This design comes from an exercise in tuning for small area, a short achievable clock period and few clock cycles on the open sky130 flow, not from production work. No activity file was given, so power comes from the tool's default toggle rates.

rev 12:
==> flow/design.v <==
module crc_unit #(
    parameter integer W      = 32,     
    parameter [63:0]  POLY   = 64'h04C11DB7,
    parameter [63:0]  INIT   = 64'hFFFFFFFF,
    parameter         REFL   = 1'b1,   
    parameter [63:0]  XOROUT = 64'hFFFFFFFF
) (
    input  wire          clk,
    input  wire          rst,
    input  wire          seed_lo_we,
    input  wire          seed_hi_we,
    input  wire [31:0]   wdata,
    input  wire [15:0]   pending,        
    input  wire          init,
    input  wire          feed,
    input  wire [1:0]    width,          
    output reg  [W-1:0]  seed,
    output wire [W-1:0]  result,
    output reg           busy
);
    function [W-1:0] reflect;
        input [W-1:0] v;
        integer i;
        begin
            for (i = 0; i < W; i = i + 1)
                reflect[i] = v[W-1-i];
        end
    endfunction
    localparam [W-1:0] POLY_W = POLY[W-1:0];
    localparam [W-1:0] RPOLY  = reflect(POLY[W-1:0]);
    function [W-1:0] zadv;
        input [W-1:0] s;
        input integer n;
        integer i;
        reg [W-1:0] r;
        begin
            r = s;
            for (i = 0; i < n; i = i + 1)
                if (REFL) r = (r >> 1) ^ (r[0] ? RPOLY : {W{1'b0}});
                else      r = (r << 1) ^ (r[W-1] ? POLY_W : {W{1'b0}});
            zadv = r;
        end
    endfunction
    reg [W-1:0] crc;      
    wire [W-1:0] seed_lo_next;
    wire [W-1:0] seed_hi_next;
    generate
        if (W > 32) begin : g_wide
            assign seed_lo_next = {seed[W-1:32], wdata};
            assign seed_hi_next = {wdata[W-33:0], seed[31:0]};
        end else begin : g_narrow
            assign seed_lo_next = wdata[W-1:0];
            assign seed_hi_next = seed;
        end
    endgenerate
    wire byte_feed = (width == 2'd0) && !busy;
    wire [7:0] b0 = busy ? pending[7:0]  : wdata[7:0];
    wire [7:0] b1 = busy ? pending[15:8] : wdata[15:8];
    wire [W-1:0] crc_next;
    generate
        if (W >= 32) begin : g_fold
            wire [31:0] m = busy ? 32'd0 :
                            {{16{width[1]}}, {8{width != 2'd0}}, 8'hFF} & wdata;
            wire [W-1:0] x;
            if (REFL) begin : g_r
                assign x = crc ^ {{(W-32){1'b0}}, m};
            end else begin : g_n
                wire [31:0] ma = {m[7:0], m[15:8], m[23:16], m[31:24]};
                if (W > 32) begin : g_w
                    assign x = crc ^ {ma, {(W-32){1'b0}}};
                end else begin : g_e
                    assign x = crc ^ ma;
                end
            end
            wire [W-1:0] y8  = zadv(x, 8);
            wire [W-1:0] y16 = zadv(y8, 8);
            assign crc_next = byte_feed ? y8 : y16;
        end else begin : g_small
            wire [W-1:0] y1 = zadv(crc ^ ({{(W-8){1'b0}}, b0} << (W-8)), 8);
            wire [W-1:0] y2 = zadv(y1  ^ ({{(W-8){1'b0}}, b1} << (W-8)), 8);
            assign crc_next = byte_feed ? y1 : y2;
        end
    endgenerate
    always @(posedge clk) begin
        if (rst) begin
            seed <= INIT[W-1:0];
            crc  <= REFL ? reflect(INIT[W-1:0]) : INIT[W-1:0];
            busy <= 1'b0;
        end else begin
            if (seed_lo_we)
                seed <= seed_lo_next;
            else if (seed_hi_we)
                seed <= seed_hi_next;
            if (init) begin
                crc  <= REFL ? reflect(seed) : seed;
                busy <= 1'b0;
            end else if (busy || feed) begin
                crc  <= crc_next;
                busy <= feed && width[1];
            end
        end
    end
    assign result = crc ^ XOROUT[W-1:0];
endmodule
module crc_units (
    input  wire        clk,
    input  wire        rst,
    input  wire        req,
    input  wire        we,
    input  wire [7:0]  addr,      
    input  wire [31:0] wdata,
    output wire        ready,
    output reg  [31:0] rdata,     
    input  wire [4:0]  bound
);
    localparam integer NUNITS = 5;
    localparam [3:0] R_CTRL    = 4'h0;
    localparam [3:0] R_SEED_LO = 4'h1;
    localparam [3:0] R_SEED_HI = 4'h2;
    localparam [3:0] R_DIN     = 4'h3;
    localparam [3:0] R_RES_LO  = 4'h4;
    localparam [3:0] R_RES_HI  = 4'h5;
    wire [3:0] unit_idx = addr[7:4];
    wire [3:0] reg_idx  = addr[3:0];
    wire       unit_hit = (unit_idx < 4'd5) && (reg_idx <= R_RES_HI);
    wire       err_hit  = (addr == 8'h80);
    wire [NUNITS-1:0] busy;
    wire [NUNITS-1:0] unit_sel;
    genvar k;
    generate
        for (k = 0; k < NUNITS; k = k + 1) begin : g_sel
            assign unit_sel[k] = unit_hit && (unit_idx == k);
        end
    endgenerate
    wire busy_hit = (unit_idx == 4'd0 && busy[0]) || (unit_idx == 4'd1 && busy[1]) ||
                    (unit_idx == 4'd2 && busy[2]) || (unit_idx == 4'd3 && busy[3]) ||
                    (unit_idx == 4'd4 && busy[4]);
    assign ready = !(busy_hit && (reg_idx == R_DIN || reg_idx == R_RES_LO));
    wire wr  = req && we;
    wire rd  = req && !we && !(busy[4] && reg_idx == R_RES_LO);
    wire wr_cfg = wr && (reg_idx <= R_DIN);
    wire [NUNITS-1:0] wr_ok      = {NUNITS{wr_cfg}} & unit_sel & ~bound &
                                   ~(busy & {NUNITS{reg_idx == R_DIN}});
    wire [NUNITS-1:0] wr_blocked = {NUNITS{wr_cfg}} & unit_sel &  bound &
                                   ~(busy & {NUNITS{reg_idx == R_DIN}});
    reg [15:0] pending;
    always @(posedge clk)
        pending <= wdata[31:16];
    reg [2*NUNITS-1:0] width;     
    reg [4:0] err;
    integer i;
    always @(posedge clk) begin
        if (rst) begin
            width <= {2*NUNITS{1'b0}};
            err <= 5'b0;
        end else begin
            for (i = 0; i < NUNITS; i = i + 1)
                if (wr_ok[i] && reg_idx == R_CTRL)
                    width[2*i +: 2] <= wdata[2:1];
            if (wr && err_hit)
                err <= (err & ~wdata[4:0]) | wr_blocked;
            else
                err <= err | wr_blocked;
        end
    end
    wire [7:0]  seed0, res0;
    wire [15:0] seed1, res1;
    wire [31:0] seed2, res2, seed3, res3;
    wire [63:0] seed4, res4;
    wire [NUNITS-1:0] do_seed_lo = wr_ok & {NUNITS{reg_idx == R_SEED_LO}};
    wire [NUNITS-1:0] do_seed_hi = wr_ok & {NUNITS{reg_idx == R_SEED_HI}};
    wire [NUNITS-1:0] do_init    = wr_ok & {NUNITS{reg_idx == R_CTRL}} & {NUNITS{wdata[0]}};
    wire [NUNITS-1:0] do_feed    = wr_ok & {NUNITS{reg_idx == R_DIN}};
    crc_unit #(.W(8), .POLY(64'h1D), .INIT(64'hFF), .REFL(1'b0),
               .XOROUT(64'hFF)) u0 (
        .clk(clk), .rst(rst),
        .seed_lo_we(do_seed_lo[0]), .seed_hi_we(do_seed_hi[0]), .wdata(wdata), .pending(pending),
        .init(do_init[0]), .feed(do_feed[0]), .width(width[1:0]),
        .seed(seed0), .result(res0), .busy(busy[0]));
    crc_unit #(.W(16), .POLY(64'h1021), .INIT(64'hFFFF), .REFL(1'b0),
               .XOROUT(64'h0)) u1 (
        .clk(clk), .rst(rst),
        .seed_lo_we(do_seed_lo[1]), .seed_hi_we(do_seed_hi[1]), .wdata(wdata), .pending(pending),
        .init(do_init[1]), .feed(do_feed[1]), .width(width[3:2]),
        .seed(seed1), .result(res1), .busy(busy[1]));
    crc_unit #(.W(32), .POLY(64'h04C11DB7), .INIT(64'hFFFFFFFF), .REFL(1'b1),
               .XOROUT(64'hFFFFFFFF)) u2 (
        .clk(clk), .rst(rst),
        .seed_lo_we(do_seed_lo[2]), .seed_hi_we(do_seed_hi[2]), .wdata(wdata), .pending(pending),
        .init(do_init[2]), .feed(do_feed[2]), .width(width[5:4]),
        .seed(seed2), .result(res2), .busy(busy[2]));
    crc_unit #(.W(32), .POLY(64'h1EDC6F41), .INIT(64'hFFFFFFFF), .REFL(1'b1),
               .XOROUT(64'hFFFFFFFF)) u3 (
        .clk(clk), .rst(rst),
        .seed_lo_we(do_seed_lo[3]), .seed_hi_we(do_seed_hi[3]), .wdata(wdata), .pending(pending),
        .init(do_init[3]), .feed(do_feed[3]), .width(width[7:6]),
        .seed(seed3), .result(res3), .busy(busy[3]));
    crc_unit #(.W(64), .POLY(64'h42F0E1EBA9EA3693), .INIT(64'h0), .REFL(1'b0),
               .XOROUT(64'h0)) u4 (
        .clk(clk), .rst(rst),
        .seed_lo_we(do_seed_lo[4]), .seed_hi_we(do_seed_hi[4]), .wdata(wdata), .pending(pending),
        .init(do_init[4]), .feed(do_feed[4]), .width(width[9:8]),
        .seed(seed4), .result(res4), .busy(busy[4]));
    reg [31:0] res_hi_shadow;
    always @(posedge clk) begin
        if (rst)
            res_hi_shadow <= 32'b0;
        else if (rd && unit_sel[4] && reg_idx == R_RES_LO)
            res_hi_shadow <= res4[63:32];
    end
    wire [4:0] u_is;                      
    generate
        for (k = 0; k < NUNITS; k = k + 1) begin : g_uis
            assign u_is[k] = (unit_idx == k);
        end
    endgenerate
    wire r_ctrl = (reg_idx == R_CTRL);
    wire r_slo  = (reg_idx == R_SEED_LO);
    wire r_shi  = (reg_idx == R_SEED_HI);
    wire r_rlo  = (reg_idx == R_RES_LO);
    wire r_rhi  = (reg_idx == R_RES_HI);
    always @(*) begin
        rdata = ({32{err_hit}} & {27'b0, err})
              | ({32{r_ctrl}} & {|(u_is & bound), 28'b0,
                                 (u_is[0] ? width[1:0] : 2'b0) | (u_is[1] ? width[3:2] : 2'b0) |
                                 (u_is[2] ? width[5:4] : 2'b0) | (u_is[3] ? width[7:6] : 2'b0) |
                                 (u_is[4] ? width[9:8] : 2'b0), 1'b0})
              | ({32{u_is[0] & r_slo}} & {24'b0, seed0})
              | ({32{u_is[0] & r_rlo}} & {24'b0, res0})
              | ({32{u_is[1] & r_slo}} & {16'b0, seed1})
              | ({32{u_is[1] & r_rlo}} & {16'b0, res1})
              | ({32{u_is[2] & r_slo}} & seed2)
              | ({32{u_is[2] & r_rlo}} & res2)
              | ({32{u_is[3] & r_slo}} & seed3)
              | ({32{u_is[3] & r_rlo}} & res3)
              | ({32{u_is[4] & r_slo}} & seed4[31:0])
              | ({32{u_is[4] & r_shi}} & seed4[63:32])
              | ({32{u_is[4] & r_rlo}} & res4[31:0])
              | ({32{u_is[4] & r_rhi}} & res_hi_shadow);
    end
endmodule
clock: 7.0 ns
lec_check: 0
cap_margin: 20
core_margin: 2
core_utilization: 40
cts_buf_list: sky130_fd_sc_hd__clkbuf_8
cts_cluster_size: 30
setup_slack_margin: 3
slew_margin: 20
tns_end_percent: 10
standard.sh (not shown) runs the stock make flow with config.mk's settings and CLKGATE_MAP_FILE= SYNTH_SCRIPT=/design/flow/synth_recipe.tcl, a recipe that flattens the netlist after the stock synthesis.
==> flow/flow/run.sh <==
#!/bin/bash
# The standard layout, with the port buffers made from plain buffers
# (buffer_ports -buffer_cell) and timing repair free to change a cell's
# footprint when it sizes it.
set -euo pipefail
export BUFFER_PORTS_ARGS="-buffer_cell sky130_fd_sc_hd__buf_2"
bash standard.sh MATCH_CELL_FOOTPRINT=0 finish > standard_flow.log 2>&1
Rev 12 completed every stage of the flow, and the final layout passed the timing, DRC and antenna checks.
Edits applied to the flow inputs when going from rev 12 to rev 13:
diff --git a/flow/design.v b/flow/design.v
--- a/flow/design.v
+++ b/flow/design.v
@@ -73,7 +73,7 @@
                 end
             end
             wire [W-1:0] y8  = zadv(x, 8);
-            wire [W-1:0] y16 = zadv(y8, 8);
+            wire [W-1:0] y16 = (W > 32) ? zadv(x, 16) : zadv(y8, 8);
             assign crc_next = byte_feed ? y8 : y16;
         end else begin : g_small
             wire [W-1:0] y1 = zadv(crc ^ ({{(W-8){1'b0}}, b0} << (W-8)), 8);
@@ -81,24 +81,26 @@
             assign crc_next = byte_feed ? y1 : y2;
         end
     endgenerate
+    localparam [W-1:0] CRC_RST = REFL ? reflect(INIT[W-1:0]) : INIT[W-1:0];
+    wire          upd    = busy || feed;
+    wire          c_init = !rst && init;
+    wire          c_upd  = !rst && !init && upd;
+    wire          c_hold = !rst && !init && !upd;
+    wire [W-1:0]  crc_d  = ({W{rst}}    & CRC_RST)
+                         | ({W{c_init}} & (REFL ? reflect(seed) : seed))
+                         | ({W{c_upd}}  & crc_next)
+                         | ({W{c_hold}} & crc);
+    wire          s_lo   = !rst && seed_lo_we;
+    wire          s_hi   = !rst && !seed_lo_we && seed_hi_we;
+    wire          s_hold = !rst && !seed_lo_we && !seed_hi_we;
+    wire [W-1:0]  seed_d = ({W{rst}}    & INIT[W-1:0])
+                         | ({W{s_lo}}   & seed_lo_next)
+                         | ({W{s_hi}}   & seed_hi_next)
+                         | ({W{s_hold}} & seed);
     always @(posedge clk) begin
-        if (rst) begin
-            seed <= INIT[W-1:0];
-            crc  <= REFL ? reflect(INIT[W-1:0]) : INIT[W-1:0];
-            busy <= 1'b0;
-        end else begin
-            if (seed_lo_we)
-                seed <= seed_lo_next;
-            else if (seed_hi_we)
-                seed <= seed_hi_next;
-            if (init) begin
-                crc  <= REFL ? reflect(seed) : seed;
-                busy <= 1'b0;
-            end else if (busy || feed) begin
-                crc  <= crc_next;
-                busy <= feed && width[1];
-            end
-        end
+        crc  <= crc_d;
+        seed <= seed_d;
+        busy <= !rst && !init && (upd ? (feed && width[1]) : busy);
     end
     assign result = crc ^ XOROUT[W-1:0];
 endmodule
### Flow results
| sum of internal, switching and leakage power | higher: rev 13 |. Diff rev 12 -> rev 13: share of total power in the clock network moved up; part of the power in combinational logic moved up; net switching component of the power moved up; worst hold slack level. The run with more routed wire is rev 13, not rev 12. Fraction of final layout cells sized beyond drive strength 1: higher on rev 13. Number of gates resized after CTS delta for rev 13 relative to rev 12: 75% higher. [rev 13 vs rev 12] layout filler cell count: lower in rev 13. Sequential share of layout area of rev 13 is on par with rev 12. When rev 13 is set beside rev 12, its overall routing resource usage turns out to be 3.3 points larger. Rev 13 gives more area growth from synthesis to layout than rev 12 did. The higher standard cell area after detailed placement came out of rev 12. First-pass GRT wire length delta for rev 13 relative to rev 12: 4500 um higher.
No functional check of the RTL was part of any run of this note.

==> re-timing with driven ports <==
Ports are ideal in the flow. The routed layouts listed here were re-timed in OpenROAD. Step 1 (the two cells are an assumption about what drives the block):
set clk [get_ports {clk}]
set_driving_cell -lib_cell sky130_fd_sc_hd__clkbuf_16 $clk
set_driving_cell -lib_cell sky130_fd_sc_hd__buf_2 [delete_from_list [all_inputs] $clk]
Step 2 moves the port delays by t, midway between the first and last clock arrival at a register: inputs arrive t later, outputs are due t later. That takes back most of the time a late clock gives input paths. Slacks: ideal ports / drivers / drivers and shift; pairs: ideal ports / drivers.
| run | t, ns | slack for setup (ns) | worst hold slack (ns) | clock arrival spread, ns |
|---|---|---|---|---|
| rev 12 | 0.738 | 2.158 / 2.084 / 1.756 | 0.457 / 0.457 / 0.457 | 0.052 / 0.052 |
| rev 13 | 0.739 | 2.359 / 2.301 / 1.881 | 0.459 / 0.459 / 0.459 | 0.043 / 0.042 |
After both steps every run listed still meets setup and hold. For rev 13, which loses most, drivers alone change the setup slack by -0.058 ns; drivers and shift together by -0.478 ns.
